From an optimization exercise on the open Yosys and OpenROAD flow, aimed at small area and a short achievable clock period; shortcuts taken in it are not production practice.
Where RTL was checked, it was by simulation tests only, not by an equivalence proof against the original.
For run 2, only the layout was checked, not whether the RTL still works.

==> flow/design.v (outline; a module is shown in full before it is edited, if it fits) <==
// module ecc_codec: 451 lines
module ecc_codec (
    input  wire        clk,
    input  wire        rst,
    input  wire        in_valid,
    input  wire        in_decode,
    input  wire [1:0]  in_code,
    input  wire [63:0] in_data,
    input  wire [14:0] in_chk,
    output wire        out_valid,
    output wire [63:0] out_data,
    output wire [14:0] out_chk,
    output wire [1:0]  out_status
);
  // ...
==> flow/run.sh <==
#!/bin/bash
# synth_recipe.tcl (not shown) runs the flow's synth.tcl, then flattens the netlist and writes it again
# the make line also repeats each setting of config.mk as NAME=value (left out here)
make -C /OpenROAD-flow-scripts/flow DESIGN_CONFIG=/design/flow/config.mk WORK_HOME=/design/flow/orfs CLKGATE_MAP_FILE= SYNTH_SCRIPT=/design/flow/synth_recipe.tcl finish
==> flow/config.mk <==
export PLATFORM = sky130hd
export DESIGN_NAME = ecc_codec
export DESIGN_NICKNAME = ecc_codec
export VERILOG_FILES = /design/flow/design.v
export SDC_FILE = /design/flow/constraint.sdc
export NUM_CORES = 4
export LEC_CHECK = 0
export CAP_MARGIN = 20
export CORE_MARGIN = 2
export CORE_UTILIZATION = 40
export PLACE_DENSITY = 0.6
export SETUP_SLACK_MARGIN = 4
export SLEW_MARGIN = 20
==> flow/constraint.sdc <==
create_clock -name core_clock -period 13.0 [get_ports {clk}]
set_input_delay 2.6000 -clock core_clock [delete_from_list [all_inputs] [get_ports {clk}]]
set_output_delay 2.6000 -clock core_clock [all_outputs]
set_load 0.01 [all_outputs]
==> impl_metrics.py, run 1 <==
metrics = {
    "layout": {
        "reg_top3": "d1: 64 flops, chk1: 15 flops, ss1: 14 flops",
        "register_area_mm2": 0.00216,
        "layout.cells.non_filler": 2865,
        "multi_input_area_mm2": 0.0157,
        "nets": 2453,
        "largest_register_ffs": 64,
        "multi_input_area_share_pct": 67.8,
    },
    "worst_setup_path": {
        "crit_arrival_ns": 8.33,
        "cp.depth": 31,
    },
    "global_route": {
        "antenna_found_initial": 3,
        "track_usage_pct": 33.9,
        "top_usage_layer": "met2",
    },
    "drt": {
        "highest_layer": "met4",
        "vias": 17900,
        "postRouteAntennaNets": 0,
        "routedWlPerCell_um": 27.3,
    },
    "hold_path": {
        "holdPathStages": 2,
        "hold_class": "input pin to register",
    },
    "flow_run": {
        "max_cap_viol_count": 0,
    },
    "floorplan": {
        "fp-row-count": 74,
        "n_tap_cell": 532,
        "die-area_mm2": 0.0432,
    },
    "placed_design": {
        "place_inst": 2626,
        "postPlaceCellArea_mm2": 0.0189,
        "io_buffers": 166,
    },
    "status": {
        "status": "complete, no violations",
    },
    "logic_synthesis": {
        "synth_cell_types": 98,
        "yosysTopAreaCell": "xnor2_1",
        "synth-compound-area-share_pct": 22.9,
        "syn_nets": 2157,
        "synth_mux_area_share_pct": 2.12,
        "synth_xor_area_share_pct": 38.2,
        "ys_ff_latch": 107,
    },
    "sta": {
        "hold_viol": 0,
        "finalSetupTns_ns": 0,
        "finalCritPeriodShare_pct": 84.1,
    },
    "clocking": {
        "cts_tree": "built",
        "cts_max_level": 3,
        "cts.hold.buffers_added": 0,
    },
}
==> inputs of run 2 (changes only) <==
==> flow/design.v (replaced) <==
module ecc_codec (
    input  wire        clk,
    input  wire        rst,
    input  wire        in_valid,
    input  wire        in_decode,
    input  wire [1:0]  in_code,
    input  wire [63:0] in_data,
    input  wire [14:0] in_chk,
    output wire        out_valid,
    output wire [63:0] out_data,
    output wire [14:0] out_chk,
    output wire [1:0]  out_status
);
    reg v1;
    always @(posedge clk) v1 <= rst ? 1'b0 : in_valid;
    reg in_decode_q1;
    reg [1:0] in_code_q1;
    reg [63:0] in_data_q1;
    reg [14:0] in_chk_q1;
    always @(posedge clk) begin
        in_decode_q1 <= in_decode;
        in_code_q1 <= in_code;
        in_data_q1 <= in_data;
        in_chk_q1 <= in_chk;
    end
    wire x79 = in_data_q1[23] ^ in_data_q1[62];
    wire x80 = in_data_q1[14] ^ in_data_q1[61];
    wire x81 = in_data_q1[24] ^ in_data_q1[63];
    wire x82 = in_data_q1[25] ^ in_data_q1[3];
    wire x83 = in_data_q1[5] ^ in_data_q1[60];
    wire x84 = in_data_q1[13] ^ in_data_q1[57];
    wire x85 = in_data_q1[0] ^ in_data_q1[22];
    wire x86 = in_data_q1[17] ^ in_data_q1[59];
    wire x87 = in_data_q1[26] ^ in_data_q1[4];
    wire x88 = in_data_q1[29] ^ in_data_q1[43];
    wire x89 = in_data_q1[1] ^ in_data_q1[38];
    wire x90 = in_data_q1[44] ^ in_data_q1[47];
    wire x91 = in_data_q1[30] ^ in_data_q1[33];
    wire x92 = in_data_q1[2] ^ in_data_q1[56];
    wire x93 = in_data_q1[50] ^ in_data_q1[53];
    wire x94 = in_data_q1[31] ^ in_data_q1[32];
    wire x95 = in_data_q1[37] ^ in_data_q1[46];
    wire x96 = in_data_q1[27] ^ in_data_q1[58];
    wire x97 = in_data_q1[42] ^ in_data_q1[6];
    wire x98 = in_data_q1[48] ^ x80;
    wire x99 = in_data_q1[9] ^ x85;
    wire x100 = in_data_q1[40] ^ x79;
    wire x101 = in_data_q1[18] ^ x83;
    wire x102 = x82 ^ x92;
    wire x103 = in_data_q1[11] ^ x84;
    wire x104 = in_data_q1[55] ^ x94;
    wire x105 = in_data_q1[54] ^ x81;
    wire x106 = in_data_q1[28] ^ in_data_q1[34];
    wire x107 = in_data_q1[7] ^ x87;
    wire x108 = in_data_q1[45] ^ x88;
    wire x109 = in_data_q1[10] ^ in_data_q1[12];
    wire x110 = in_data_q1[16] ^ in_data_q1[49];
    wire x111 = in_data_q1[8] ^ x86;
    wire x112 = in_data_q1[36] ^ in_data_q1[41];
    wire x113 = in_data_q1[35] ^ in_data_q1[39];
    wire x114 = in_data_q1[15] ^ in_data_q1[19];
    wire x115 = x98 ^ x109;
    wire x116 = in_data_q1[20] ^ x89;
    wire x117 = in_data_q1[52] ^ x93;
    wire x118 = x95 ^ x97;
    wire x119 = in_data_q1[51] ^ x104;
    wire x120 = x90 ^ x101;
    wire x121 = x96 ^ x108;
    wire x122 = in_data_q1[21] ^ x99;
    wire x123 = x106 ^ x111;
    wire x124 = x91 ^ x120;
    wire x125 = x107 ^ x110;
    wire x126 = x105 ^ x112;
    wire x127 = in_data_q1[54] ^ x113;
    wire x128 = x80 ^ x118;
    wire x129 = in_data_q1[49] ^ x100;
    wire x130 = in_data_q1[31] ^ x96;
    wire x131 = in_data_q1[43] ^ in_data_q1[48];
    wire x132 = in_data_q1[46] ^ x103;
    wire x133 = in_data_q1[16] ^ in_data_q1[50];
    wire x134 = in_data_q1[10] ^ x116;
    wire x135 = in_data_q1[32] ^ in_data_q1[52];
    wire x136 = in_data_q1[12] ^ in_data_q1[28];
    wire x137 = x91 ^ x114;
    wire x138 = in_data_q1[39] ^ x99;
    wire x139 = in_data_q1[21] ^ in_data_q1[63];
    wire x140 = x102 ^ x114;
    wire x141 = in_data_q1[11] ^ in_data_q1[37];
    wire x142 = in_data_q1[57] ^ in_data_q1[62];
    wire x143 = in_data_q1[33] ^ in_data_q1[7];
    wire x144 = x117 ^ x119;
    wire x145 = in_data_q1[44] ^ x98;
    wire x146 = in_data_q1[18] ^ x93;
    wire x147 = in_data_q1[58] ^ x133;
    wire x148 = in_data_q1[2] ^ x89;
    wire x149 = x91 ^ x106;
    wire x150 = x117 ^ x131;
    wire x151 = in_data_q1[1] ^ x124;
    wire x152 = x125 ^ x136;
    wire x153 = in_data_q1[27] ^ in_data_q1[35];
    wire x154 = in_data_q1[61] ^ x97;
    wire x155 = x86 ^ x132;
    wire x156 = in_data_q1[14] ^ in_data_q1[42];
    wire x157 = x84 ^ x145;
    wire x158 = in_data_q1[29] ^ in_data_q1[9];
    wire x159 = in_data_q1[25] ^ x87;
    wire x160 = in_data_q1[63] ^ x101;
    wire x161 = in_data_q1[43] ^ in_data_q1[47];
    wire x162 = in_data_q1[40] ^ x115;
    wire x163 = in_data_q1[23] ^ in_data_q1[41];
    wire x164 = in_data_q1[15] ^ in_data_q1[41];
    wire x165 = in_data_q1[56] ^ x123;
    wire x166 = in_data_q1[59] ^ x147;
    wire x167 = in_data_q1[55] ^ x90;
    wire x168 = in_data_q1[0] ^ in_data_q1[30];
    wire x169 = x107 ^ x134;
    wire x170 = x108 ^ x138;
    wire x171 = in_data_q1[24] ^ x100;
    wire x172 = in_data_q1[26] ^ x79;
    wire x173 = in_data_q1[36] ^ x135;
    wire x174 = in_data_q1[51] ^ x95;
    wire x175 = x93 ^ x122;
    wire x176 = x88 ^ x154;
    wire x177 = in_data_q1[38] ^ in_data_q1[8];
    wire x178 = in_data_q1[3] ^ x81;
    wire x179 = x85 ^ x130;
    wire x180 = x127 ^ x150;
    wire x181 = x111 ^ x179;
    wire x182 = in_data_q1[47] ^ x110;
    wire x183 = in_data_q1[53] ^ x158;
    wire x184 = x79 ^ x169;
    wire x185 = in_data_q1[22] ^ x172;
    wire x186 = in_data_q1[60] ^ x104;
    wire x187 = in_data_q1[13] ^ x82;
    wire x188 = in_data_q1[34] ^ in_data_q1[45];
    wire x189 = x102 ^ x128;
    wire x190 = x83 ^ x103;
    wire x191 = x95 ^ x126;
    wire x192 = in_data_q1[55] ^ x129;
    wire x193 = x155 ^ x186;
    wire x194 = x115 ^ x121;
    wire x195 = in_data_q1[45] ^ x112;
    wire x196 = x168 ^ x184;
    wire x197 = x103 ^ x118;
    wire x198 = in_data_q1[17] ^ x139;
    wire x199 = in_data_q1[51] ^ x142;
    wire x200 = in_data_q1[19] ^ in_data_q1[9];
    wire x201 = in_data_q1[4] ^ x199;
    wire x202 = x126 ^ x140;
    wire x203 = in_data_q1[6] ^ x141;
    wire x204 = in_data_q1[28] ^ x175;
    wire x205 = in_data_q1[24] ^ in_data_q1[2];
    wire x206 = x86 ^ x164;
    wire x207 = in_data_q1[41] ^ x165;
    wire x208 = in_data_q1[12] ^ x166;
    wire x209 = in_data_q1[26] ^ x162;
    wire x210 = x163 ^ x165;
    wire x211 = in_data_q1[30] ^ x202;
    wire x212 = x143 ^ x171;
    wire x213 = in_data_q1[10] ^ x132;
    wire x214 = x136 ^ x142;
    wire x215 = in_data_q1[33] ^ x156;
    wire x216 = x183 ^ x192;
    wire x217 = x90 ^ x146;
    wire x218 = in_data_q1[58] ^ x214;
    wire x219 = x137 ^ x191;
    wire x220 = x161 ^ x173;
    wire x221 = x173 ^ x215;
    wire x222 = x167 ^ x180;
    wire x223 = x174 ^ x195;
    wire x224 = in_data_q1[14] ^ x129;
    wire x225 = x85 ^ x190;
    wire x226 = in_data_q1[40] ^ x218;
    wire x227 = in_data_q1[27] ^ in_data_q1[5];
    wire x228 = in_data_q1[13] ^ in_data_q1[50];
    wire x229 = x156 ^ x205;
    wire x230 = in_chk_q1[0] ^ x123;
    wire x231 = in_data_q1[39] ^ x140;
    wire x232 = x161 ^ x209;
    wire x233 = in_data_q1[36] ^ x141;
    wire x234 = in_data_q1[29] ^ x144;
    wire x235 = in_data_q1[40] ^ in_data_q1[42];
    wire x236 = x189 ^ x208;
    wire x237 = x121 ^ x221;
    wire x238 = x105 ^ x176;
    wire x239 = x121 ^ x219;
    wire x240 = in_data_q1[5] ^ x178;
    wire x241 = x94 ^ x189;
    wire x242 = x92 ^ x233;
    wire x243 = in_data_q1[59] ^ x212;
    wire x244 = x153 ^ x177;
    wire x245 = x119 ^ x206;
    wire x246 = x124 ^ x204;
    wire x247 = in_data_q1[6] ^ x137;
    wire x248 = x176 ^ x200;
    wire x249 = x182 ^ x188;
    wire x250 = x153 ^ x245;
    wire x251 = x148 ^ x225;
    wire x252 = in_data_q1[25] ^ x149;
    wire x253 = in_data_q1[20] ^ x152;
    wire x254 = x135 ^ x210;
    wire x255 = x197 ^ x250;
    wire x256 = x170 ^ x227;
    wire x257 = x185 ^ x194;
    wire x258 = x94 ^ x191;
    wire x259 = in_data_q1[37] ^ x134;
    wire x260 = x84 ^ x182;
    wire x261 = in_data_q1[22] ^ in_data_q1[39];
    wire x262 = in_data_q1[19] ^ x107;
    wire x263 = x89 ^ x187;
    wire x264 = x144 ^ x224;
    wire x265 = x90 ^ x159;
    wire x266 = x113 ^ x201;
    wire x267 = in_data_q1[20] ^ x181;
    wire x268 = in_data_q1[35] ^ x139;
    wire x269 = in_data_q1[62] ^ x131;
    wire x270 = x113 ^ x151;
    wire x271 = x102 ^ x220;
    wire x272 = x122 ^ x271;
    wire x273 = x162 ^ x170;
    wire x274 = x137 ^ x249;
    wire x275 = x81 ^ x167;
    wire x276 = in_data_q1[11] ^ x130;
    wire x277 = x100 ^ x260;
    wire x278 = x138 ^ x240;
    wire x279 = x88 ^ x242;
    wire x280 = x96 ^ x207;
    wire x281 = x116 ^ x163;
    wire x282 = x106 ^ x238;
    wire x283 = in_data_q1[44] ^ in_data_q1[54];
    wire x284 = in_data_q1[31] ^ x275;
    wire x285 = in_data_q1[17] ^ x278;
    wire x286 = in_data_q1[21] ^ x234;
    wire x287 = x261 ^ x281;
    wire x288 = x177 ^ x198;
    wire x289 = in_data_q1[61] ^ x203;
    wire x290 = in_data_q1[30] ^ x282;
    wire x291 = x127 ^ x151;
    wire x292 = x92 ^ x190;
    wire x293 = x187 ^ x217;
    wire x294 = x174 ^ x247;
    wire x295 = x157 ^ x294;
    wire x296 = in_data_q1[21] ^ in_data_q1[32];
    wire x297 = x160 ^ x248;
    wire x298 = x97 ^ x276;
    wire x299 = in_data_q1[5] ^ x188;
    wire x300 = in_data_q1[60] ^ x183;
    wire x301 = x171 ^ x244;
    wire x302 = x120 ^ x237;
    wire x303 = in_data_q1[8] ^ x157;
    wire x304 = x181 ^ x277;
    wire x305 = in_data_q1[27] ^ x252;
    wire x306 = x143 ^ x259;
    wire x307 = x149 ^ x236;
    wire x308 = in_data_q1[18] ^ x115;
    wire x309 = x152 ^ x228;
    wire x310 = in_data_q1[58] ^ x308;
    wire x311 = x125 ^ x283;
    wire x312 = x146 ^ x256;
    wire x313 = x279 ^ x285;
    wire x314 = x160 ^ x226;
    wire x315 = in_data_q1[4] ^ x263;
    wire x316 = in_data_q1[56] ^ x309;
    wire x317 = in_data_q1[56] ^ x128;
    wire x318 = x180 ^ x304;
    wire x319 = x300 ^ x303;
    wire x320 = in_data_q1[38] ^ in_data_q1[49];
    wire x321 = x235 ^ x320;
    wire x322 = x102 ^ x119;
    wire x323 = in_data_q1[44] ^ x269;
    wire x324 = x159 ^ x229;
    wire x325 = x266 ^ x267;
    wire x326 = x105 ^ x305;
    wire x327 = x178 ^ x317;
    wire x328 = in_data_q1[18] ^ x87;
    wire x329 = in_data_q1[1] ^ x109;
    wire x330 = x222 ^ x223;
    wire x331 = in_data_q1[14] ^ x86;
    wire x332 = in_data_q1[15] ^ x289;
    wire x333 = x82 ^ x323;
    wire x334 = x284 ^ x287;
    wire x335 = x272 ^ x314;
    wire x336 = x166 ^ x292;
    wire x337 = x193 ^ x310;
    wire x338 = x195 ^ x268;
    wire x339 = in_data_q1[61] ^ x83;
    wire x340 = in_data_q1[46] ^ x105;
    wire x341 = in_data_q1[20] ^ x185;
    wire x342 = x133 ^ x299;
    wire x343 = x338 ^ x336;
    wire x344 = x196 ^ x343;
    wire x345 = x329 ^ x327;
    wire x346 = x325 ^ x345;
    wire x347 = x332 ^ x335;
    wire x348 = x89 ^ x231;
    wire x349 = x243 ^ x348;
    wire x350 = x319 ^ x349;
    wire x351 = x311 ^ x297;
    wire x352 = x280 ^ x351;
    wire x353 = x274 ^ x337;
    wire x354 = x341 ^ x326;
    wire x355 = x286 ^ x354;
    wire x356 = x321 ^ x330;
    wire x357 = in_chk_q1[0] ^ x338;
    wire x358 = x357 ^ x336;
    wire x359 = x196 ^ x358;
    wire x360 = in_chk_q1[1] ^ x329;
    wire x361 = x360 ^ x327;
    wire x362 = x325 ^ x361;
    wire x363 = in_chk_q1[2] ^ x332;
    wire x364 = x363 ^ x335;
    wire x365 = in_chk_q1[3] ^ x89;
    wire x366 = x365 ^ x231;
    wire x367 = x243 ^ x366;
    wire x368 = x319 ^ x367;
    wire x369 = in_chk_q1[4] ^ x311;
    wire x370 = x297 ^ x369;
    wire x371 = x280 ^ x370;
    wire x372 = in_chk_q1[5] ^ x274;
    wire x373 = x372 ^ x337;
    wire x374 = in_chk_q1[6] ^ x341;
    wire x375 = x326 ^ x374;
    wire x376 = x286 ^ x375;
    wire x377 = in_chk_q1[7] ^ x321;
    wire x378 = x377 ^ x330;
    wire x379 = x123 ^ x295;
    wire x380 = x312 ^ x379;
    wire x381 = x339 ^ x306;
    wire x382 = x318 ^ x381;
    wire x383 = x296 ^ x192;
    wire x384 = x251 ^ x383;
    wire x385 = x239 ^ x384;
    wire x386 = x334 ^ x307;
    wire x387 = x262 ^ x301;
    wire x388 = x241 ^ x387;
    wire x389 = x246 ^ x388;
    wire x390 = x331 ^ x293;
    wire x391 = x258 ^ x390;
    wire x392 = x196 ^ x391;
    wire x393 = x148 ^ x265;
    wire x394 = x175 ^ x393;
    wire x395 = x193 ^ x394;
    wire x396 = x290 ^ x395;
    wire x397 = in_data_q1[7] ^ x322;
    wire x398 = x257 ^ x397;
    wire x399 = x291 ^ x398;
    wire x400 = x328 ^ x264;
    wire x401 = x313 ^ x400;
    wire x402 = x340 ^ x315;
    wire x403 = x273 ^ x402;
    wire x404 = x254 ^ x403;
    wire x405 = x164 ^ x324;
    wire x406 = x213 ^ x405;
    wire x407 = x216 ^ x406;
    wire x408 = x270 ^ x407;
    wire x409 = x342 ^ x298;
    wire x410 = x211 ^ x409;
    wire x411 = x232 ^ x410;
    wire x412 = x333 ^ x253;
    wire x413 = x255 ^ x412;
    wire x414 = x288 ^ x302;
    wire x415 = x316 ^ x414;
    wire x416 = in_data_q1[0] ^ in_data_q1[2];
    wire x417 = in_data_q1[3] ^ in_data_q1[49];
    wire x418 = in_data_q1[52] ^ x143;
    wire x419 = x200 ^ x416;
    wire x420 = x417 ^ x116;
    wire x421 = x198 ^ x203;
    wire x422 = x418 ^ x419;
    wire x423 = x201 ^ x420;
    wire x424 = x421 ^ x422;
    wire x425 = x194 ^ x423;
    wire x426 = x424 ^ x425;
    wire x427 = in_chk_q1[10] ^ in_chk_q1[11];
    wire x428 = in_chk_q1[12] ^ in_chk_q1[13];
    wire x429 = in_chk_q1[14] ^ in_chk_q1[1];
    wire x430 = in_chk_q1[2] ^ in_chk_q1[3];
    wire x431 = in_chk_q1[4] ^ in_chk_q1[5];
    wire x432 = in_chk_q1[6] ^ in_chk_q1[7];
    wire x433 = in_chk_q1[8] ^ in_chk_q1[9];
    wire x434 = x113 ^ x427;
    wire x435 = x428 ^ x429;
    wire x436 = x430 ^ x431;
    wire x437 = x432 ^ x433;
    wire x438 = x100 ^ x116;
    wire x439 = x434 ^ x435;
    wire x440 = x436 ^ x437;
    wire x441 = x122 ^ x125;
    wire x442 = x197 ^ x438;
    wire x443 = x439 ^ x440;
    wire x444 = x124 ^ x144;
    wire x445 = x194 ^ x202;
    wire x446 = x230 ^ x441;
    wire x447 = x442 ^ x443;
    wire x448 = x444 ^ x445;
    wire x449 = x446 ^ x447;
    wire x450 = x448 ^ x449;
    wire x451 = x230 ^ x295;
    wire x452 = x312 ^ x451;
    wire x453 = in_chk_q1[1] ^ x339;
    wire x454 = x453 ^ x306;
    wire x455 = x318 ^ x454;
    wire x456 = in_chk_q1[2] ^ x296;
    wire x457 = x456 ^ x192;
    wire x458 = x251 ^ x457;
    wire x459 = x239 ^ x458;
    wire x460 = in_chk_q1[3] ^ x334;
    wire x461 = x307 ^ x460;
    wire x462 = in_chk_q1[4] ^ x262;
    wire x463 = x301 ^ x462;
    wire x464 = x241 ^ x463;
    wire x465 = x246 ^ x464;
    wire x466 = in_chk_q1[5] ^ x331;
    wire x467 = x466 ^ x293;
    wire x468 = x258 ^ x467;
    wire x469 = x196 ^ x468;
    wire x470 = in_chk_q1[6] ^ x148;
    wire x471 = x265 ^ x470;
    wire x472 = x175 ^ x471;
    wire x473 = x193 ^ x472;
    wire x474 = x290 ^ x473;
    wire x475 = in_chk_q1[7] ^ in_data_q1[7];
    wire x476 = x475 ^ x322;
    wire x477 = x257 ^ x476;
    wire x478 = x291 ^ x477;
    wire x479 = in_chk_q1[8] ^ x328;
    wire x480 = x479 ^ x264;
    wire x481 = x313 ^ x480;
    wire x482 = in_chk_q1[9] ^ x340;
    wire x483 = x315 ^ x482;
    wire x484 = x273 ^ x483;
    wire x485 = x254 ^ x484;
    wire x486 = in_chk_q1[10] ^ x164;
    wire x487 = x486 ^ x324;
    wire x488 = x213 ^ x487;
    wire x489 = x216 ^ x488;
    wire x490 = x270 ^ x489;
    wire x491 = in_chk_q1[11] ^ x342;
    wire x492 = x298 ^ x491;
    wire x493 = x211 ^ x492;
    wire x494 = x232 ^ x493;
    wire x495 = in_chk_q1[12] ^ x333;
    wire x496 = x253 ^ x495;
    wire x497 = x255 ^ x496;
    wire x498 = in_chk_q1[13] ^ x288;
    wire x499 = x498 ^ x302;
    wire x500 = x316 ^ x499;
    wire [7:0] gen_l = {x356, x355, x353, x352, x350, x347, x346, x344};
    wire [7:0] syn_l = {x378, x376, x373, x371, x368, x364, x362, x359};
    wire [13:0] gen_s = {x415, x413, x411, x408, x404, x401, x399, x396, x392, x389, x386, x385, x382, x380};
    wire gen_par = x426;
    wire par_s = x450;
    wire [13:0] syn_s = {x500, x497, x494, x490, x485, x481, x478, x474, x469, x465, x461, x459, x455, x452};
    wire is_l = (in_code_q1 == 2'd1);
    wire is_s = (in_code_q1 == 2'd2);
    wire poison = (in_data_q1 == 64'd0) & (&in_chk_q1[7:0]) & (is_l | (&in_chk_q1[14:8]));
    wire [14:0] chk0 = in_decode_q1 ? (is_l ? {7'd0, in_chk_q1[7:0]} : is_s ? in_chk_q1 : 15'd0) : (is_l ? {7'd0, gen_l} : is_s ? {gen_par, gen_s} : 15'd0);
    wire dl = in_decode_q1 & is_l & ~poison;
    wire ds = in_decode_q1 & is_s & ~poison;
    wire poi = in_decode_q1 & (is_l | is_s) & poison;
    reg v2;
    always @(posedge clk) v2 <= rst ? 1'b0 : v1;
    reg [63:0] d_q2;
    reg [14:0] chk0_q2;
    reg dl_q2;
    reg ds_q2;
    reg poi_q2;
    reg [7:0] syn_l_q2;
    reg par_s_q2;
    reg [13:0] syn_s_q2;
    always @(posedge clk) begin
        d_q2 <= in_data_q1;
        chk0_q2 <= chk0;
        dl_q2 <= dl;
        ds_q2 <= ds;
        poi_q2 <= poi;
        syn_l_q2 <= syn_l;
        par_s_q2 <= par_s;
        syn_s_q2 <= syn_s;
    end
    wire [6:0] s1;
    wire [6:0] s3;
    assign s1[0] = syn_s_q2[0] ^ syn_s_q2[7] ^ syn_s_q2[11];
    assign s3[0] = syn_s_q2[0] ^ syn_s_q2[5] ^ syn_s_q2[7] ^ syn_s_q2[9] ^ syn_s_q2[10];
    assign s1[1] = syn_s_q2[1] ^ syn_s_q2[8] ^ syn_s_q2[12];
    assign s3[1] = syn_s_q2[4] ^ syn_s_q2[5] ^ syn_s_q2[8] ^ syn_s_q2[13];
    assign s1[2] = syn_s_q2[2] ^ syn_s_q2[9] ^ syn_s_q2[13];
    assign s3[2] = syn_s_q2[3] ^ syn_s_q2[7] ^ syn_s_q2[8] ^ syn_s_q2[9] ^ syn_s_q2[10] ^ syn_s_q2[11] ^ syn_s_q2[13];
    assign s1[3] = syn_s_q2[3] ^ syn_s_q2[7] ^ syn_s_q2[10] ^ syn_s_q2[11];
    assign s3[3] = syn_s_q2[1] ^ syn_s_q2[5] ^ syn_s_q2[6] ^ syn_s_q2[7] ^ syn_s_q2[8] ^ syn_s_q2[9] ^ syn_s_q2[11];
    assign s1[4] = syn_s_q2[4] ^ syn_s_q2[8] ^ syn_s_q2[11] ^ syn_s_q2[12];
    assign s3[4] = syn_s_q2[4] ^ syn_s_q2[6] ^ syn_s_q2[8] ^ syn_s_q2[9] ^ syn_s_q2[13];
    assign s1[5] = syn_s_q2[5] ^ syn_s_q2[9] ^ syn_s_q2[12] ^ syn_s_q2[13];
    assign s3[5] = syn_s_q2[3] ^ syn_s_q2[4] ^ syn_s_q2[7] ^ syn_s_q2[12] ^ syn_s_q2[13];
    assign s1[6] = syn_s_q2[6] ^ syn_s_q2[10] ^ syn_s_q2[13];
    assign s3[6] = syn_s_q2[2] ^ syn_s_q2[6] ^ syn_s_q2[7] ^ syn_s_q2[8] ^ syn_s_q2[9] ^ syn_s_q2[10] ^ syn_s_q2[12];
    wire [6:0] f;
    assign f[0] = (s1 == 7'd1) | (s1 == 7'd2) | (s1 == 7'd4) | (s1 == 7'd6) | (s1 == 7'd8) | (s1 == 7'd11) | (s1 == 7'd12) | (s1 == 7'd14) | (s1 == 7'd15) | (s1 == 7'd16) | (s1 == 7'd18) | (s1 == 7'd20) | (s1 == 7'd22) | (s1 == 7'd24) | (s1 == 7'd30) | (s1 == 7'd31) | (s1 == 7'd32) | (s1 == 7'd35) | (s1 == 7'd36) | (s1 == 7'd38) | (s1 == 7'd39) | (s1 == 7'd40) | (s1 == 7'd42) | (s1 == 7'd44) | (s1 == 7'd48) | (s1 == 7'd49) | (s1 == 7'd50) | (s1 == 7'd58) | (s1 == 7'd59) | (s1 == 7'd61) | (s1 == 7'd62) | (s1 == 7'd63) | (s1 == 7'd64) | (s1 == 7'd69) | (s1 == 7'd70) | (s1 == 7'd71) | (s1 == 7'd72) | (s1 == 7'd77) | (s1 == 7'd80) | (s1 == 7'd82) | (s1 == 7'd84) | (s1 == 7'd85) | (s1 == 7'd88) | (s1 == 7'd90) | (s1 == 7'd91) | (s1 == 7'd92) | (s1 == 7'd93) | (s1 == 7'd94) | (s1 == 7'd96) | (s1 == 7'd99) | (s1 == 7'd100) | (s1 == 7'd101) | (s1 == 7'd104) | (s1 == 7'd105) | (s1 == 7'd106) | (s1 == 7'd107) | (s1 == 7'd108) | (s1 == 7'd112) | (s1 == 7'd113) | (s1 == 7'd114) | (s1 == 7'd116) | (s1 == 7'd120) | (s1 == 7'd122) | (s1 == 7'd127);
    assign f[1] = (s1 == 7'd4) | (s1 == 7'd5) | (s1 == 7'd6) | (s1 == 7'd7) | (s1 == 7'd12) | (s1 == 7'd15) | (s1 == 7'd16) | (s1 == 7'd18) | (s1 == 7'd25) | (s1 == 7'd29) | (s1 == 7'd30) | (s1 == 7'd31) | (s1 == 7'd33) | (s1 == 7'd35) | (s1 == 7'd36) | (s1 == 7'd37) | (s1 == 7'd38) | (s1 == 7'd39) | (s1 == 7'd43) | (s1 == 7'd44) | (s1 == 7'd45) | (s1 == 7'd47) | (s1 == 7'd48) | (s1 == 7'd51) | (s1 == 7'd53) | (s1 == 7'd55) | (s1 == 7'd56) | (s1 == 7'd57) | (s1 == 7'd58) | (s1 == 7'd59) | (s1 == 7'd62) | (s1 == 7'd63) | (s1 == 7'd64) | (s1 == 7'd65) | (s1 == 7'd71) | (s1 == 7'd73) | (s1 == 7'd74) | (s1 == 7'd75) | (s1 == 7'd76) | (s1 == 7'd78) | (s1 == 7'd79) | (s1 == 7'd80) | (s1 == 7'd82) | (s1 == 7'd83) | (s1 == 7'd85) | (s1 == 7'd86) | (s1 == 7'd87) | (s1 == 7'd94) | (s1 == 7'd98) | (s1 == 7'd99) | (s1 == 7'd103) | (s1 == 7'd105) | (s1 == 7'd107) | (s1 == 7'd110) | (s1 == 7'd111) | (s1 == 7'd112) | (s1 == 7'd113) | (s1 == 7'd115) | (s1 == 7'd116) | (s1 == 7'd117) | (s1 == 7'd118) | (s1 == 7'd120) | (s1 == 7'd121) | (s1 == 7'd122);
    assign f[2] = (s1 == 7'd13) | (s1 == 7'd14) | (s1 == 7'd15) | (s1 == 7'd16) | (s1 == 7'd17) | (s1 == 7'd18) | (s1 == 7'd20) | (s1 == 7'd21) | (s1 == 7'd22) | (s1 == 7'd24) | (s1 == 7'd25) | (s1 == 7'd26) | (s1 == 7'd27) | (s1 == 7'd29) | (s1 == 7'd30) | (s1 == 7'd31) | (s1 == 7'd32) | (s1 == 7'd36) | (s1 == 7'd37) | (s1 == 7'd39) | (s1 == 7'd40) | (s1 == 7'd41) | (s1 == 7'd44) | (s1 == 7'd46) | (s1 == 7'd47) | (s1 == 7'd49) | (s1 == 7'd50) | (s1 == 7'd51) | (s1 == 7'd52) | (s1 == 7'd53) | (s1 == 7'd59) | (s1 == 7'd63) | (s1 == 7'd67) | (s1 == 7'd70) | (s1 == 7'd71) | (s1 == 7'd73) | (s1 == 7'd75) | (s1 == 7'd77) | (s1 == 7'd79) | (s1 == 7'd80) | (s1 == 7'd83) | (s1 == 7'd85) | (s1 == 7'd88) | (s1 == 7'd89) | (s1 == 7'd90) | (s1 == 7'd92) | (s1 == 7'd93) | (s1 == 7'd95) | (s1 == 7'd98) | (s1 == 7'd102) | (s1 == 7'd103) | (s1 == 7'd104) | (s1 == 7'd105) | (s1 == 7'd109) | (s1 == 7'd111) | (s1 == 7'd115) | (s1 == 7'd116) | (s1 == 7'd118) | (s1 == 7'd119) | (s1 == 7'd120) | (s1 == 7'd121) | (s1 == 7'd124) | (s1 == 7'd126) | (s1 == 7'd127);
    assign f[3] = (s1 == 7'd3) | (s1 == 7'd7) | (s1 == 7'd9) | (s1 == 7'd10) | (s1 == 7'd14) | (s1 == 7'd19) | (s1 == 7'd21) | (s1 == 7'd25) | (s1 == 7'd29) | (s1 == 7'd30) | (s1 == 7'd38) | (s1 == 7'd39) | (s1 == 7'd41) | (s1 == 7'd45) | (s1 == 7'd46) | (s1 == 7'd47) | (s1 == 7'd49) | (s1 == 7'd52) | (s1 == 7'd53) | (s1 == 7'd54) | (s1 == 7'd56) | (s1 == 7'd57) | (s1 == 7'd59) | (s1 == 7'd60) | (s1 == 7'd62) | (s1 == 7'd63) | (s1 == 7'd64) | (s1 == 7'd65) | (s1 == 7'd67) | (s1 == 7'd68) | (s1 == 7'd69) | (s1 == 7'd70) | (s1 == 7'd71) | (s1 == 7'd72) | (s1 == 7'd75) | (s1 == 7'd77) | (s1 == 7'd80) | (s1 == 7'd82) | (s1 == 7'd84) | (s1 == 7'd87) | (s1 == 7'd88) | (s1 == 7'd89) | (s1 == 7'd93) | (s1 == 7'd94) | (s1 == 7'd96) | (s1 == 7'd98) | (s1 == 7'd99) | (s1 == 7'd100) | (s1 == 7'd101) | (s1 == 7'd102) | (s1 == 7'd103) | (s1 == 7'd104) | (s1 == 7'd107) | (s1 == 7'd108) | (s1 == 7'd110) | (s1 == 7'd114) | (s1 == 7'd116) | (s1 == 7'd117) | (s1 == 7'd118) | (s1 == 7'd120) | (s1 == 7'd122) | (s1 == 7'd123) | (s1 == 7'd124) | (s1 == 7'd127);
    assign f[4] = (s1 == 7'd2) | (s1 == 7'd3) | (s1 == 7'd4) | (s1 == 7'd5) | (s1 == 7'd7) | (s1 == 7'd8) | (s1 == 7'd9) | (s1 == 7'd12) | (s1 == 7'd16) | (s1 == 7'd19) | (s1 == 7'd22) | (s1 == 7'd24) | (s1 == 7'd25) | (s1 == 7'd28) | (s1 == 7'd30) | (s1 == 7'd32) | (s1 == 7'd33) | (s1 == 7'd35) | (s1 == 7'd36) | (s1 == 7'd40) | (s1 == 7'd41) | (s1 == 7'd44) | (s1 == 7'd45) | (s1 == 7'd48) | (s1 == 7'd49) | (s1 == 7'd51) | (s1 == 7'd53) | (s1 == 7'd57) | (s1 == 7'd60) | (s1 == 7'd61) | (s1 == 7'd62) | (s1 == 7'd63) | (s1 == 7'd64) | (s1 == 7'd65) | (s1 == 7'd67) | (s1 == 7'd70) | (s1 == 7'd72) | (s1 == 7'd73) | (s1 == 7'd76) | (s1 == 7'd78) | (s1 == 7'd79) | (s1 == 7'd80) | (s1 == 7'd81) | (s1 == 7'd84) | (s1 == 7'd88) | (s1 == 7'd89) | (s1 == 7'd91) | (s1 == 7'd93) | (s1 == 7'd95) | (s1 == 7'd96) | (s1 == 7'd97) | (s1 == 7'd98) | (s1 == 7'd100) | (s1 == 7'd105) | (s1 == 7'd107) | (s1 == 7'd109) | (s1 == 7'd116) | (s1 == 7'd118) | (s1 == 7'd119) | (s1 == 7'd121) | (s1 == 7'd122) | (s1 == 7'd124) | (s1 == 7'd125) | (s1 == 7'd126);
    assign f[5] = (s1 == 7'd7) | (s1 == 7'd8) | (s1 == 7'd9) | (s1 == 7'd10) | (s1 == 7'd11) | (s1 == 7'd12) | (s1 == 7'd14) | (s1 == 7'd17) | (s1 == 7'd21) | (s1 == 7'd23) | (s1 == 7'd24) | (s1 == 7'd27) | (s1 == 7'd29) | (s1 == 7'd30) | (s1 == 7'd31) | (s1 == 7'd32) | (s1 == 7'd35) | (s1 == 7'd36) | (s1 == 7'd37) | (s1 == 7'd39) | (s1 == 7'd41) | (s1 == 7'd45) | (s1 == 7'd47) | (s1 == 7'd50) | (s1 == 7'd53) | (s1 == 7'd58) | (s1 == 7'd60) | (s1 == 7'd62) | (s1 == 7'd66) | (s1 == 7'd70) | (s1 == 7'd71) | (s1 == 7'd72) | (s1 == 7'd74) | (s1 == 7'd76) | (s1 == 7'd77) | (s1 == 7'd78) | (s1 == 7'd79) | (s1 == 7'd85) | (s1 == 7'd86) | (s1 == 7'd87) | (s1 == 7'd88) | (s1 == 7'd90) | (s1 == 7'd91) | (s1 == 7'd94) | (s1 == 7'd95) | (s1 == 7'd96) | (s1 == 7'd97) | (s1 == 7'd99) | (s1 == 7'd101) | (s1 == 7'd102) | (s1 == 7'd105) | (s1 == 7'd106) | (s1 == 7'd107) | (s1 == 7'd110) | (s1 == 7'd111) | (s1 == 7'd112) | (s1 == 7'd114) | (s1 == 7'd116) | (s1 == 7'd118) | (s1 == 7'd121) | (s1 == 7'd123) | (s1 == 7'd124) | (s1 == 7'd125) | (s1 == 7'd126);
    assign f[6] = (s1 == 7'd5) | (s1 == 7'd7) | (s1 == 7'd15) | (s1 == 7'd19) | (s1 == 7'd23) | (s1 == 7'd26) | (s1 == 7'd27) | (s1 == 7'd28) | (s1 == 7'd30) | (s1 == 7'd31) | (s1 == 7'd32) | (s1 == 7'd34) | (s1 == 7'd35) | (s1 == 7'd36) | (s1 == 7'd40) | (s1 == 7'd41) | (s1 == 7'd42) | (s1 == 7'd44) | (s1 == 7'd47) | (s1 == 7'd48) | (s1 == 7'd49) | (s1 == 7'd50) | (s1 == 7'd51) | (s1 == 7'd52) | (s1 == 7'd54) | (s1 == 7'd55) | (s1 == 7'd57) | (s1 == 7'd58) | (s1 == 7'd59) | (s1 == 7'd60) | (s1 == 7'd61) | (s1 == 7'd62) | (s1 == 7'd64) | (s1 == 7'd69) | (s1 == 7'd71) | (s1 == 7'd72) | (s1 == 7'd74) | (s1 == 7'd77) | (s1 == 7'd78) | (s1 == 7'd80) | (s1 == 7'd82) | (s1 == 7'd83) | (s1 == 7'd87) | (s1 == 7'd88) | (s1 == 7'd89) | (s1 == 7'd91) | (s1 == 7'd92) | (s1 == 7'd94) | (s1 == 7'd97) | (s1 == 7'd98) | (s1 == 7'd100) | (s1 == 7'd101) | (s1 == 7'd102) | (s1 == 7'd103) | (s1 == 7'd104) | (s1 == 7'd106) | (s1 == 7'd111) | (s1 == 7'd113) | (s1 == 7'd117) | (s1 == 7'd118) | (s1 == 7'd119) | (s1 == 7'd121) | (s1 == 7'd123) | (s1 == 7'd126);
    reg v3;
    always @(posedge clk) v3 <= rst ? 1'b0 : v2;
    reg [63:0] d_q3;
    reg [14:0] chk0_q3;
    reg dl_q3;
    reg ds_q3;
    reg poi_q3;
    reg [7:0] syn_l_q3;
    reg par_s_q3;
    reg [6:0] s1_q3;
    reg [6:0] s3_q3;
    reg [6:0] f_q3;
    always @(posedge clk) begin
        d_q3 <= d_q2;
        chk0_q3 <= chk0_q2;
        dl_q3 <= dl_q2;
        ds_q3 <= ds_q2;
        poi_q3 <= poi_q2;
        syn_l_q3 <= syn_l_q2;
        par_s_q3 <= par_s_q2;
        s1_q3 <= s1;
        s3_q3 <= s3;
        f_q3 <= f;
    end
    wire [6:0] wq;
    assign wq[0] = (s3_q3[0] & f_q3[0]) ^ (s3_q3[1] & f_q3[6]) ^ (s3_q3[2] & f_q3[5]) ^ (s3_q3[3] & f_q3[4]) ^ (s3_q3[4] & f_q3[3]) ^ (s3_q3[5] & f_q3[2]) ^ (s3_q3[5] & f_q3[6]) ^ (s3_q3[6] & f_q3[1]) ^ (s3_q3[6] & f_q3[5]);
    assign wq[1] = (s3_q3[0] & f_q3[1]) ^ (s3_q3[1] & f_q3[0]) ^ (s3_q3[2] & f_q3[6]) ^ (s3_q3[3] & f_q3[5]) ^ (s3_q3[4] & f_q3[4]) ^ (s3_q3[5] & f_q3[3]) ^ (s3_q3[6] & f_q3[2]) ^ (s3_q3[6] & f_q3[6]);
    assign wq[2] = (s3_q3[0] & f_q3[2]) ^ (s3_q3[1] & f_q3[1]) ^ (s3_q3[2] & f_q3[0]) ^ (s3_q3[3] & f_q3[6]) ^ (s3_q3[4] & f_q3[5]) ^ (s3_q3[5] & f_q3[4]) ^ (s3_q3[6] & f_q3[3]);
    assign wq[3] = (s3_q3[0] & f_q3[3]) ^ (s3_q3[1] & f_q3[2]) ^ (s3_q3[1] & f_q3[6]) ^ (s3_q3[2] & f_q3[1]) ^ (s3_q3[2] & f_q3[5]) ^ (s3_q3[3] & f_q3[0]) ^ (s3_q3[3] & f_q3[4]) ^ (s3_q3[4] & f_q3[3]) ^ (s3_q3[4] & f_q3[6]) ^ (s3_q3[5] & f_q3[2]) ^ (s3_q3[5] & f_q3[5]) ^ (s3_q3[5] & f_q3[6]) ^ (s3_q3[6] & f_q3[1]) ^ (s3_q3[6] & f_q3[4]) ^ (s3_q3[6] & f_q3[5]);
    assign wq[4] = (s3_q3[0] & f_q3[4]) ^ (s3_q3[1] & f_q3[3]) ^ (s3_q3[2] & f_q3[2]) ^ (s3_q3[2] & f_q3[6]) ^ (s3_q3[3] & f_q3[1]) ^ (s3_q3[3] & f_q3[5]) ^ (s3_q3[4] & f_q3[0]) ^ (s3_q3[4] & f_q3[4]) ^ (s3_q3[5] & f_q3[3]) ^ (s3_q3[5] & f_q3[6]) ^ (s3_q3[6] & f_q3[2]) ^ (s3_q3[6] & f_q3[5]) ^ (s3_q3[6] & f_q3[6]);
    assign wq[5] = (s3_q3[0] & f_q3[5]) ^ (s3_q3[1] & f_q3[4]) ^ (s3_q3[2] & f_q3[3]) ^ (s3_q3[3] & f_q3[2]) ^ (s3_q3[3] & f_q3[6]) ^ (s3_q3[4] & f_q3[1]) ^ (s3_q3[4] & f_q3[5]) ^ (s3_q3[5] & f_q3[0]) ^ (s3_q3[5] & f_q3[4]) ^ (s3_q3[6] & f_q3[3]) ^ (s3_q3[6] & f_q3[6]);
    assign wq[6] = (s3_q3[0] & f_q3[6]) ^ (s3_q3[1] & f_q3[5]) ^ (s3_q3[2] & f_q3[4]) ^ (s3_q3[3] & f_q3[3]) ^ (s3_q3[4] & f_q3[2]) ^ (s3_q3[4] & f_q3[6]) ^ (s3_q3[5] & f_q3[1]) ^ (s3_q3[5] & f_q3[5]) ^ (s3_q3[6] & f_q3[0]) ^ (s3_q3[6] & f_q3[4]);
    wire [6:0] z0;
    assign z0[0] = (1'b0);
    assign z0[1] = (wq[2] ^ wq[3] ^ wq[4] ^ wq[6]);
    assign z0[2] = (wq[3] ^ wq[4] ^ wq[6]);
    assign z0[3] = (wq[5] ^ wq[6]);
    assign z0[4] = (wq[1] ^ wq[2] ^ wq[4]);
    assign z0[5] = (wq[3] ^ wq[5] ^ wq[6]);
    assign z0[6] = (wq[3] ^ wq[6]);
    wire tr0 = wq[0];
    wire s1z = (s1_q3 == 7'd0);
    wire s3z = (s3_q3 == 7'd0);
    wire [6:0] x1;
    assign x1[0] = (s1_q3[0] & z0[0]) ^ (s1_q3[1] & z0[6]) ^ (s1_q3[2] & z0[5]) ^ (s1_q3[3] & z0[4]) ^ (s1_q3[4] & z0[3]) ^ (s1_q3[5] & z0[2]) ^ (s1_q3[5] & z0[6]) ^ (s1_q3[6] & z0[1]) ^ (s1_q3[6] & z0[5]);
    assign x1[1] = (s1_q3[0] & z0[1]) ^ (s1_q3[1] & z0[0]) ^ (s1_q3[2] & z0[6]) ^ (s1_q3[3] & z0[5]) ^ (s1_q3[4] & z0[4]) ^ (s1_q3[5] & z0[3]) ^ (s1_q3[6] & z0[2]) ^ (s1_q3[6] & z0[6]);
    assign x1[2] = (s1_q3[0] & z0[2]) ^ (s1_q3[1] & z0[1]) ^ (s1_q3[2] & z0[0]) ^ (s1_q3[3] & z0[6]) ^ (s1_q3[4] & z0[5]) ^ (s1_q3[5] & z0[4]) ^ (s1_q3[6] & z0[3]);
    assign x1[3] = (s1_q3[0] & z0[3]) ^ (s1_q3[1] & z0[2]) ^ (s1_q3[1] & z0[6]) ^ (s1_q3[2] & z0[1]) ^ (s1_q3[2] & z0[5]) ^ (s1_q3[3] & z0[0]) ^ (s1_q3[3] & z0[4]) ^ (s1_q3[4] & z0[3]) ^ (s1_q3[4] & z0[6]) ^ (s1_q3[5] & z0[2]) ^ (s1_q3[5] & z0[5]) ^ (s1_q3[5] & z0[6]) ^ (s1_q3[6] & z0[1]) ^ (s1_q3[6] & z0[4]) ^ (s1_q3[6] & z0[5]);
    assign x1[4] = (s1_q3[0] & z0[4]) ^ (s1_q3[1] & z0[3]) ^ (s1_q3[2] & z0[2]) ^ (s1_q3[2] & z0[6]) ^ (s1_q3[3] & z0[1]) ^ (s1_q3[3] & z0[5]) ^ (s1_q3[4] & z0[0]) ^ (s1_q3[4] & z0[4]) ^ (s1_q3[5] & z0[3]) ^ (s1_q3[5] & z0[6]) ^ (s1_q3[6] & z0[2]) ^ (s1_q3[6] & z0[5]) ^ (s1_q3[6] & z0[6]);
    assign x1[5] = (s1_q3[0] & z0[5]) ^ (s1_q3[1] & z0[4]) ^ (s1_q3[2] & z0[3]) ^ (s1_q3[3] & z0[2]) ^ (s1_q3[3] & z0[6]) ^ (s1_q3[4] & z0[1]) ^ (s1_q3[4] & z0[5]) ^ (s1_q3[5] & z0[0]) ^ (s1_q3[5] & z0[4]) ^ (s1_q3[6] & z0[3]) ^ (s1_q3[6] & z0[6]);
    assign x1[6] = (s1_q3[0] & z0[6]) ^ (s1_q3[1] & z0[5]) ^ (s1_q3[2] & z0[4]) ^ (s1_q3[3] & z0[3]) ^ (s1_q3[4] & z0[2]) ^ (s1_q3[4] & z0[6]) ^ (s1_q3[5] & z0[1]) ^ (s1_q3[5] & z0[5]) ^ (s1_q3[6] & z0[0]) ^ (s1_q3[6] & z0[4]);
    wire [6:0] x2 = x1 ^ s1_q3;
    reg v4;
    always @(posedge clk) v4 <= rst ? 1'b0 : v3;
    reg [63:0] d_q4;
    reg [14:0] chk0_q4;
    reg dl_q4;
    reg ds_q4;
    reg poi_q4;
    reg [7:0] syn_l_q4;
    reg par_s_q4;
    reg [6:0] x1_q4;
    reg [6:0] x2_q4;
    reg tr0_q4;
    reg s1z_q4;
    reg s3z_q4;
    always @(posedge clk) begin
        d_q4 <= d_q3;
        chk0_q4 <= chk0_q3;
        dl_q4 <= dl_q3;
        ds_q4 <= ds_q3;
        poi_q4 <= poi_q3;
        syn_l_q4 <= syn_l_q3;
        par_s_q4 <= par_s_q3;
        x1_q4 <= x1;
        x2_q4 <= x2;
        tr0_q4 <= tr0;
        s1z_q4 <= s1z;
        s3z_q4 <= s3z;
    end
    function inr(input [6:0] x);
        inr = (x == 7'd1) | (x == 7'd2) | (x == 7'd3) | (x == 7'd4) | (x == 7'd5) | (x == 7'd6) | (x == 7'd8) | (x == 7'd9) | (x == 7'd10) | (x == 7'd11) | (x == 7'd12) | (x == 7'd16) | (x == 7'd18) | (x == 7'd20) | (x == 7'd22) | (x == 7'd24) | (x == 7'd25) | (x == 7'd27) | (x == 7'd29) | (x == 7'd31) | (x == 7'd32) | (x == 7'd35) | (x == 7'd36) | (x == 7'd37) | (x == 7'd39) | (x == 7'd40) | (x == 7'd41) | (x == 7'd43) | (x == 7'd44) | (x == 7'd45) | (x == 7'd47) | (x == 7'd48) | (x == 7'd50) | (x == 7'd51) | (x == 7'd53) | (x == 7'd54) | (x == 7'd55) | (x == 7'd57) | (x == 7'd58) | (x == 7'd61) | (x == 7'd62) | (x == 7'd64) | (x == 7'd65) | (x == 7'd69) | (x == 7'd70) | (x == 7'd72) | (x == 7'd73) | (x == 7'd74) | (x == 7'd75) | (x == 7'd80) | (x == 7'd81) | (x == 7'd82) | (x == 7'd83) | (x == 7'd85) | (x == 7'd86) | (x == 7'd87) | (x == 7'd88) | (x == 7'd90) | (x == 7'd93) | (x == 7'd94) | (x == 7'd95) | (x == 7'd96) | (x == 7'd97) | (x == 7'd100) | (x == 7'd102) | (x == 7'd106) | (x == 7'd107) | (x == 7'd108) | (x == 7'd109) | (x == 7'd110) | (x == 7'd111) | (x == 7'd113) | (x == 7'd114) | (x == 7'd115) | (x == 7'd116) | (x == 7'd122) | (x == 7'd124) | (x == 7'd125);
    endfunction
    function lcol(input [7:0] s);
        lcol = (s == 8'd1) | (s == 8'd2) | (s == 8'd4) | (s == 8'd7) | (s == 8'd8) | (s == 8'd11) | (s == 8'd13) | (s == 8'd14) | (s == 8'd16) | (s == 8'd19) | (s == 8'd21) | (s == 8'd22) | (s == 8'd25) | (s == 8'd26) | (s == 8'd28) | (s == 8'd31) | (s == 8'd32) | (s == 8'd35) | (s == 8'd37) | (s == 8'd38) | (s == 8'd41) | (s == 8'd42) | (s == 8'd44) | (s == 8'd47) | (s == 8'd49) | (s == 8'd50) | (s == 8'd52) | (s == 8'd55) | (s == 8'd56) | (s == 8'd59) | (s == 8'd61) | (s == 8'd62) | (s == 8'd64) | (s == 8'd67) | (s == 8'd69) | (s == 8'd70) | (s == 8'd73) | (s == 8'd74) | (s == 8'd76) | (s == 8'd79) | (s == 8'd81) | (s == 8'd82) | (s == 8'd84) | (s == 8'd87) | (s == 8'd88) | (s == 8'd97) | (s == 8'd98) | (s == 8'd100) | (s == 8'd104) | (s == 8'd112) | (s == 8'd128) | (s == 8'd131) | (s == 8'd133) | (s == 8'd134) | (s == 8'd137) | (s == 8'd138) | (s == 8'd140) | (s == 8'd145) | (s == 8'd146) | (s == 8'd148) | (s == 8'd152) | (s == 8'd161) | (s == 8'd162) | (s == 8'd164) | (s == 8'd168) | (s == 8'd176) | (s == 8'd193) | (s == 8'd194) | (s == 8'd196) | (s == 8'd200) | (s == 8'd208) | (s == 8'd224);
    endfunction
    wire inr1 = inr(x1_q4);
    wire inr2 = inr(x2_q4);
    wire x1z  = (x1_q4 == 7'd0);
    wire bch_ok = ~s1z_q4 & tr0_q4 & inr2 & (x1z | (inr1 & ~par_s_q4));
    wire en_s   = ds_q4 & bch_ok;
    wire st_s_clean = s1z_q4 & s3z_q4 & ~par_s_q4;
    wire st_s_corr  = bch_ok | (s1z_q4 & s3z_q4 & par_s_q4);
    wire flip_p     = ds_q4 & ((s1z_q4 & s3z_q4 & par_s_q4) | (bch_ok & x1z & ~par_s_q4));
    wire [7:0]  h1, h2;
    wire [15:0] l1, l2, hl, ll;
    genvar g;
    generate
        for (g = 0; g < 8; g = g + 1) begin : g_h
            assign h1[g] = en_s & (x1_q4[6:4] == g);
            assign h2[g] = en_s & (x2_q4[6:4] == g);
        end
        for (g = 0; g < 16; g = g + 1) begin : g_l
            assign l1[g] = (x1_q4[3:0] == g);
            assign l2[g] = (x2_q4[3:0] == g);
            assign hl[g] = dl_q4 & (syn_l_q4[7:4] == g);
            assign ll[g] = (syn_l_q4[3:0] == g);
        end
    endgenerate
    wire [77:0] fs;
    assign fs[0] = (h1[0] & l1[1]) | (h2[0] & l2[1]);
    assign fs[1] = (h1[0] & l1[2]) | (h2[0] & l2[2]);
    assign fs[2] = (h1[0] & l1[4]) | (h2[0] & l2[4]);
    assign fs[3] = (h1[0] & l1[8]) | (h2[0] & l2[8]);
    assign fs[4] = (h1[1] & l1[0]) | (h2[1] & l2[0]);
    assign fs[5] = (h1[2] & l1[0]) | (h2[2] & l2[0]);
    assign fs[6] = (h1[4] & l1[0]) | (h2[4] & l2[0]);
    assign fs[7] = (h1[0] & l1[9]) | (h2[0] & l2[9]);
    assign fs[8] = (h1[1] & l1[2]) | (h2[1] & l2[2]);
    assign fs[9] = (h1[2] & l1[4]) | (h2[2] & l2[4]);
    assign fs[10] = (h1[4] & l1[8]) | (h2[4] & l2[8]);
    assign fs[11] = (h1[1] & l1[9]) | (h2[1] & l2[9]);
    assign fs[12] = (h1[3] & l1[2]) | (h2[3] & l2[2]);
    assign fs[13] = (h1[6] & l1[4]) | (h2[6] & l2[4]);
    assign fs[14] = (h1[4] & l1[1]) | (h2[4] & l2[1]);
    assign fs[15] = (h1[0] & l1[11]) | (h2[0] & l2[11]);
    assign fs[16] = (h1[1] & l1[6]) | (h2[1] & l2[6]);
    assign fs[17] = (h1[2] & l1[12]) | (h2[2] & l2[12]);
    assign fs[18] = (h1[5] & l1[8]) | (h2[5] & l2[8]);
    assign fs[19] = (h1[3] & l1[9]) | (h2[3] & l2[9]);
    assign fs[20] = (h1[7] & l1[2]) | (h2[7] & l2[2]);
    assign fs[21] = (h1[6] & l1[13]) | (h2[6] & l2[13]);
    assign fs[22] = (h1[5] & l1[3]) | (h2[5] & l2[3]);
    assign fs[23] = (h1[2] & l1[15]) | (h2[2] & l2[15]);
    assign fs[24] = (h1[5] & l1[14]) | (h2[5] & l2[14]);
    assign fs[25] = (h1[3] & l1[5]) | (h2[3] & l2[5]);
    assign fs[26] = (h1[6] & l1[10]) | (h2[6] & l2[10]);
    assign fs[27] = (h1[5] & l1[13]) | (h2[5] & l2[13]);
    assign fs[28] = (h1[3] & l1[3]) | (h2[3] & l2[3]);
    assign fs[29] = (h1[6] & l1[6]) | (h2[6] & l2[6]);
    assign fs[30] = (h1[4] & l1[5]) | (h2[4] & l2[5]);
    assign fs[31] = (h1[0] & l1[3]) | (h2[0] & l2[3]);
    assign fs[32] = (h1[0] & l1[6]) | (h2[0] & l2[6]);
    assign fs[33] = (h1[0] & l1[12]) | (h2[0] & l2[12]);
    assign fs[34] = (h1[1] & l1[8]) | (h2[1] & l2[8]);
    assign fs[35] = (h1[3] & l1[0]) | (h2[3] & l2[0]);
    assign fs[36] = (h1[6] & l1[0]) | (h2[6] & l2[0]);
    assign fs[37] = (h1[4] & l1[9]) | (h2[4] & l2[9]);
    assign fs[38] = (h1[1] & l1[11]) | (h2[1] & l2[11]);
    assign fs[39] = (h1[3] & l1[6]) | (h2[3] & l2[6]);
    assign fs[40] = (h1[6] & l1[12]) | (h2[6] & l2[12]);
    assign fs[41] = (h1[5] & l1[1]) | (h2[5] & l2[1]);
    assign fs[42] = (h1[2] & l1[11]) | (h2[2] & l2[11]);
    assign fs[43] = (h1[5] & l1[6]) | (h2[5] & l2[6]);
    assign fs[44] = (h1[2] & l1[5]) | (h2[2] & l2[5]);
    assign fs[45] = (h1[4] & l1[10]) | (h2[4] & l2[10]);
    assign fs[46] = (h1[1] & l1[13]) | (h2[1] & l2[13]);
    assign fs[47] = (h1[3] & l1[10]) | (h2[3] & l2[10]);
    assign fs[48] = (h1[7] & l1[4]) | (h2[7] & l2[4]);
    assign fs[49] = (h1[6] & l1[1]) | (h2[6] & l2[1]);
    assign fs[50] = (h1[4] & l1[11]) | (h2[4] & l2[11]);
    assign fs[51] = (h1[1] & l1[15]) | (h2[1] & l2[15]);
    assign fs[52] = (h1[3] & l1[14]) | (h2[3] & l2[14]);
    assign fs[53] = (h1[7] & l1[12]) | (h2[7] & l2[12]);
    assign fs[54] = (h1[7] & l1[1]) | (h2[7] & l2[1]);
    assign fs[55] = (h1[6] & l1[11]) | (h2[6] & l2[11]);
    assign fs[56] = (h1[5] & l1[15]) | (h2[5] & l2[15]);
    assign fs[57] = (h1[3] & l1[7]) | (h2[3] & l2[7]);
    assign fs[58] = (h1[6] & l1[14]) | (h2[6] & l2[14]);
    assign fs[59] = (h1[5] & l1[5]) | (h2[5] & l2[5]);
    assign fs[60] = (h1[2] & l1[3]) | (h2[2] & l2[3]);
    assign fs[61] = (h1[4] & l1[6]) | (h2[4] & l2[6]);
    assign fs[62] = (h1[0] & l1[5]) | (h2[0] & l2[5]);
    assign fs[63] = (h1[0] & l1[10]) | (h2[0] & l2[10]);
    assign fs[64] = (h1[1] & l1[4]) | (h2[1] & l2[4]);
    assign fs[65] = (h1[2] & l1[8]) | (h2[2] & l2[8]);
    assign fs[66] = (h1[5] & l1[0]) | (h2[5] & l2[0]);
    assign fs[67] = (h1[2] & l1[9]) | (h2[2] & l2[9]);
    assign fs[68] = (h1[5] & l1[2]) | (h2[5] & l2[2]);
    assign fs[69] = (h1[2] & l1[13]) | (h2[2] & l2[13]);
    assign fs[70] = (h1[5] & l1[10]) | (h2[5] & l2[10]);
    assign fs[71] = (h1[3] & l1[13]) | (h2[3] & l2[13]);
    assign fs[72] = (h1[7] & l1[10]) | (h2[7] & l2[10]);
    assign fs[73] = (h1[7] & l1[13]) | (h2[7] & l2[13]);
    assign fs[74] = (h1[7] & l1[3]) | (h2[7] & l2[3]);
    assign fs[75] = (h1[6] & l1[15]) | (h2[6] & l2[15]);
    assign fs[76] = (h1[5] & l1[7]) | (h2[5] & l2[7]);
    assign fs[77] = (h1[2] & l1[7]) | (h2[2] & l2[7]);
    wire [71:0] fl;
    assign fl[0] = hl[0] & ll[7];
    assign fl[1] = hl[0] & ll[11];
    assign fl[2] = hl[0] & ll[13];
    assign fl[3] = hl[0] & ll[14];
    assign fl[4] = hl[1] & ll[3];
    assign fl[5] = hl[1] & ll[5];
    assign fl[6] = hl[1] & ll[6];
    assign fl[7] = hl[1] & ll[9];
    assign fl[8] = hl[1] & ll[10];
    assign fl[9] = hl[1] & ll[12];
    assign fl[10] = hl[2] & ll[3];
    assign fl[11] = hl[2] & ll[5];
    assign fl[12] = hl[2] & ll[6];
    assign fl[13] = hl[2] & ll[9];
    assign fl[14] = hl[2] & ll[10];
    assign fl[15] = hl[2] & ll[12];
    assign fl[16] = hl[3] & ll[1];
    assign fl[17] = hl[3] & ll[2];
    assign fl[18] = hl[3] & ll[4];
    assign fl[19] = hl[3] & ll[8];
    assign fl[20] = hl[4] & ll[3];
    assign fl[21] = hl[4] & ll[5];
    assign fl[22] = hl[4] & ll[6];
    assign fl[23] = hl[4] & ll[9];
    assign fl[24] = hl[4] & ll[10];
    assign fl[25] = hl[4] & ll[12];
    assign fl[26] = hl[5] & ll[1];
    assign fl[27] = hl[5] & ll[2];
    assign fl[28] = hl[5] & ll[4];
    assign fl[29] = hl[5] & ll[8];
    assign fl[30] = hl[6] & ll[1];
    assign fl[31] = hl[6] & ll[2];
    assign fl[32] = hl[6] & ll[4];
    assign fl[33] = hl[6] & ll[8];
    assign fl[34] = hl[7] & ll[0];
    assign fl[35] = hl[8] & ll[3];
    assign fl[36] = hl[8] & ll[5];
    assign fl[37] = hl[8] & ll[6];
    assign fl[38] = hl[8] & ll[9];
    assign fl[39] = hl[8] & ll[10];
    assign fl[40] = hl[8] & ll[12];
    assign fl[41] = hl[9] & ll[1];
    assign fl[42] = hl[9] & ll[2];
    assign fl[43] = hl[9] & ll[4];
    assign fl[44] = hl[9] & ll[8];
    assign fl[45] = hl[10] & ll[1];
    assign fl[46] = hl[10] & ll[2];
    assign fl[47] = hl[10] & ll[4];
    assign fl[48] = hl[10] & ll[8];
    assign fl[49] = hl[11] & ll[0];
    assign fl[50] = hl[12] & ll[1];
    assign fl[51] = hl[12] & ll[2];
    assign fl[52] = hl[12] & ll[4];
    assign fl[53] = hl[12] & ll[8];
    assign fl[54] = hl[13] & ll[0];
    assign fl[55] = hl[14] & ll[0];
    assign fl[56] = hl[1] & ll[15];
    assign fl[57] = hl[2] & ll[15];
    assign fl[58] = hl[3] & ll[7];
    assign fl[59] = hl[3] & ll[11];
    assign fl[60] = hl[3] & ll[13];
    assign fl[61] = hl[3] & ll[14];
    assign fl[62] = hl[4] & ll[15];
    assign fl[63] = hl[5] & ll[7];
    assign fl[64] = hl[0] & ll[1];
    assign fl[65] = hl[0] & ll[2];
    assign fl[66] = hl[0] & ll[4];
    assign fl[67] = hl[0] & ll[8];
    assign fl[68] = hl[1] & ll[0];
    assign fl[69] = hl[2] & ll[0];
    assign fl[70] = hl[4] & ll[0];
    assign fl[71] = hl[8] & ll[0];
    wire l_zero = (syn_l_q4 == 8'd0);
    wire l_col  = lcol(syn_l_q4);
    wire [63:0] res_data = d_q4 ^ fs[77:14] ^ fl[63:0];
    wire [14:0] res_chk = chk0_q4 ^ {flip_p, fs[13:0]} ^ {7'd0, fl[71:64]};
    wire [1:0] res_st = poi_q4 ? 2'd3 : dl_q4 ? (l_zero ? 2'd0 : l_col ? 2'd1 : 2'd2) : ds_q4 ? (st_s_clean ? 2'd0 : st_s_corr ? 2'd1 : 2'd2) : 2'd0;
    reg v5;
    always @(posedge clk) v5 <= rst ? 1'b0 : v4;
    reg [63:0] res_data_q5;
    reg [14:0] res_chk_q5;
    reg [1:0] res_st_q5;
    always @(posedge clk) begin
        res_data_q5 <= res_data;
        res_chk_q5 <= res_chk;
        res_st_q5 <= res_st;
    end
    assign out_valid  = v5;
    assign out_data   = res_data_q5;
    assign out_chk    = res_chk_q5;
    assign out_status = res_st_q5;
endmodule
==> flow/config.mk (replaced) <==
export PLATFORM = sky130hd
export DESIGN_NAME = ecc_codec
export DESIGN_NICKNAME = ecc_codec
export VERILOG_FILES = /design/flow/design.v
export SDC_FILE = /design/flow/constraint.sdc
export NUM_CORES = 4
export LEC_CHECK = 0
export CAP_MARGIN = 20
export CORE_MARGIN = 2
export CORE_UTILIZATION = 40
export PLACE_DENSITY = 0.6
export SLEW_MARGIN = 20
==> run 2 against run 1 <==
Effect of this change:
- largest cell class unchanged
- utilization shrank 9.1 points
- sequential share of layout area grew 29 points
- worst hold slack lost 2.5 ns
- die area grew 29%
- maximum frequency grew to 2.6 times the previous value
- non-clock buffer count shrank 251
- critical endpoint is now out_chk[9]
- worst setup slack gained 6.7 ns
- still clean on timing, DRC and antenna
- first-iteration DRC count shrank 17%
- count of clock-buffer cells in the layout grew 52
- critical path depth shrank 30
==> impl_metrics.py, run 2 <==
metrics = {
    "logic_synthesis": {
        "ys_ff_latch": 493,
        "synth.top_cells.by_area": "dfxtp_1 46%, xnor2_1 19%, xor2_1 6.1%",
        "synth.top_cell.area_share_pct": 45.8,
        "ys_seq_area_share_pct": 45.8,
        "synth_edf_count": 0,
        "yosys_warnings": 1,
        "yosysTopAreaCell": "dfxtp_1",
        "syn_area_mm2": 0.0216,
        "synth_cell_types": 69,
        "syn_nets": 2353,
        "ys_async_sr_fraction_pct": 0,
    },
    "worst_setup_path": {
        "cp_cell_sequence": "clkdlybuf4s50_1",
        "critPathCaptureType": "primary output",
        "critPathKind": "register to primary output",
        "cp-start-kind": "register",
        "crit_arrival_ns": 1.62,
        "worst_path_max_delay_cell": "clkdlybuf4s50_1",
        "crit_path_max_incr_delay_ns": 0.59,
        "crit_family": "buffers and inverters",
    },
    "layout": {
        "nets": 2450,
        "final_common_cell": "dfxtp_1",
        "mostFrequentLayoutCells": "492 x dfxtp_1, 472 x xnor2_1, 299 x nand2_1",
        "register_area_mm2": 0.00987,
        "drive_above_1_share_pct": 5.13,
        "multi_input_area_mm2": 0.0112,
        "n_fill_cell": 5009,
    },
    "global_route": {
        "grt_max_degree": 51,
        "track_usage_pct": 25.9,
        "grt_overflow": 0,
        "antenna_found_initial": 1,
    },
    "placed_design": {
        "gp_congestion": 0.955,
        "io_buffers": 166,
    },
    "flow_run": {
        "max_cap_viol_count": 0,
    },
    "sta": {
        "finalCritPeriodShare_pct": 32.4,
        "max_clock_freq_mhz": 237,
        "fin_hold_ws_ns": 0.317,
        "finalCriticalPeriod_ns": 4.22,
        "hold_viol": 0,
        "slew_headroom_pct": 27.6,
        "rsz0062_at_grt": "false",
        "finalSetupTns_ns": 0,
        "finalClockSkew_ns": 0.0441,
        "worst_pin_slew_ns": 1.06,
    },
    "drt": {
        "drtIter0Drc": 2008,
        "dr.pass1.iters": 8,
        "vias": 16600,
        "routed_via_density": 5.36,
        "postRouteAntennaNets": 0,
        "routed_wl_um": 74300,
        "routedWlPerCell_um": 24.0,
    },
    "clocking": {
        "clock_sinks": 493,
        "cts.hold.buffers_added": 0,
        "cts_max_level": 2,
        "clockRootBuffer": "clkbuf_16",
        "insertion_delay_ns": 0.62,
        "ctsLongestPathBuffers": 3,
        "cts_buffers": 49,
        "cts_tree": "built",
        "ctsResizeCount": 0,
    },
    "floorplan": {
        "fp-row-count": 85,
        "core_area_mm2": 0.0535,
        "die-area_mm2": 0.0558,
        "start_util_pct": 40.3,
        "die_h_um": 236,
        "die_w_um": 236,
    },
    "hold_path": {
        "hold_class": "register to register",
    },
    "status": {
        "status": "complete, no violations",
    },
}
run 2: cell type report:
type                       instances  area share [%]
multi-input combinational       1615            43.8
inverter                          19           0.280
clock buffer                      61            5.30
timing repair buffer             179            6.91
sequential                       493            38.7
tap                              696            3.42
clock inverter                    30            1.56
run 2: kinds of logic (layout without fill, tap and decap cells):
group	count (synthesis)	count (layout)	synth area share, %
AO/OA/AOI/OAI	311	311	9.25
XOR/XNOR	651	651	28.0
adder cells (fa/ha/maj)	8	8	0.464
buffers and inverters	152	289	2.80
flip-flops	493	493	45.8
multiplexers	19	19	0.900
AND/OR/NAND/NOR	626	626	12.8
run 2: per-layer routing:
metal / routed length (um) / global-route usage [%] / up-vias
met5: 0 / 0 / -
met4: 1900 / 7.23 / 0
met2: 32900 / 40.6 / 781
met1: 34400 / 37.4 / 7957
li1: - / - / 7713
met3: 5140 / 3.48 / 113
run 2: path summary, 6_finish.rpt:
| check | startpoint | endpoint | slack [ns] | cells past startpoint |
|---|---|---|---|---|
| worst max-delay path | res_chk_q5[9] | out_chk[9] | 8.78 | 1 |
| worst max register to register | syn_s_q2[12] | f_q3[3] | 9.02 | 11 |
| worst min-delay path | d_q3[57] | d_q4[57] | 0.32 | 0 |
| worst min register to register | d_q3[57] | d_q4[57] | 0.32 | 0 |
run 2: per-stage QoR:
step / util, % / instance area [um2] / setup WS, ns / cells
2_1_floorplan: - / 21600 / 9.97 / 2260
3_3_place_gp: 44.3 / 23700 / 8.70 / 3002
3_5_place_dp: 44.3 / 23700 / 9.16 / 3002
4_1_cts: 47.6 / 25500 / 8.74 / 3093
5_1_grt: 47.6 / 25500 / 8.76 / 3093
6_report: 47.6 / 25500 / 8.78 / 3093

[port drivers added, routing unchanged]
The results above use ideal ports. As a check the final layouts listed here were re-extracted and re-timed, cells and wires unchanged. Step 1 assumes that a clkbuf_16 drives the clock port and a buf_2 every other input. Step 2 also shifts input and output timing later by t, the mid clock arrival at the registers, as if the neighbouring blocks saw the same clock. Slacks: no drivers / after step 1 / after step 2; pairs: no drivers / after step 1.
run	t (ns)	setup WS [ns]	worst slew at a driven data input, ns
run 1	0.396	2.072 / 2.024 / 2.420	0.05
run 2	0.658	8.784 / 8.728 / 9.022	0.06
After both steps every run listed still meets setup and hold.
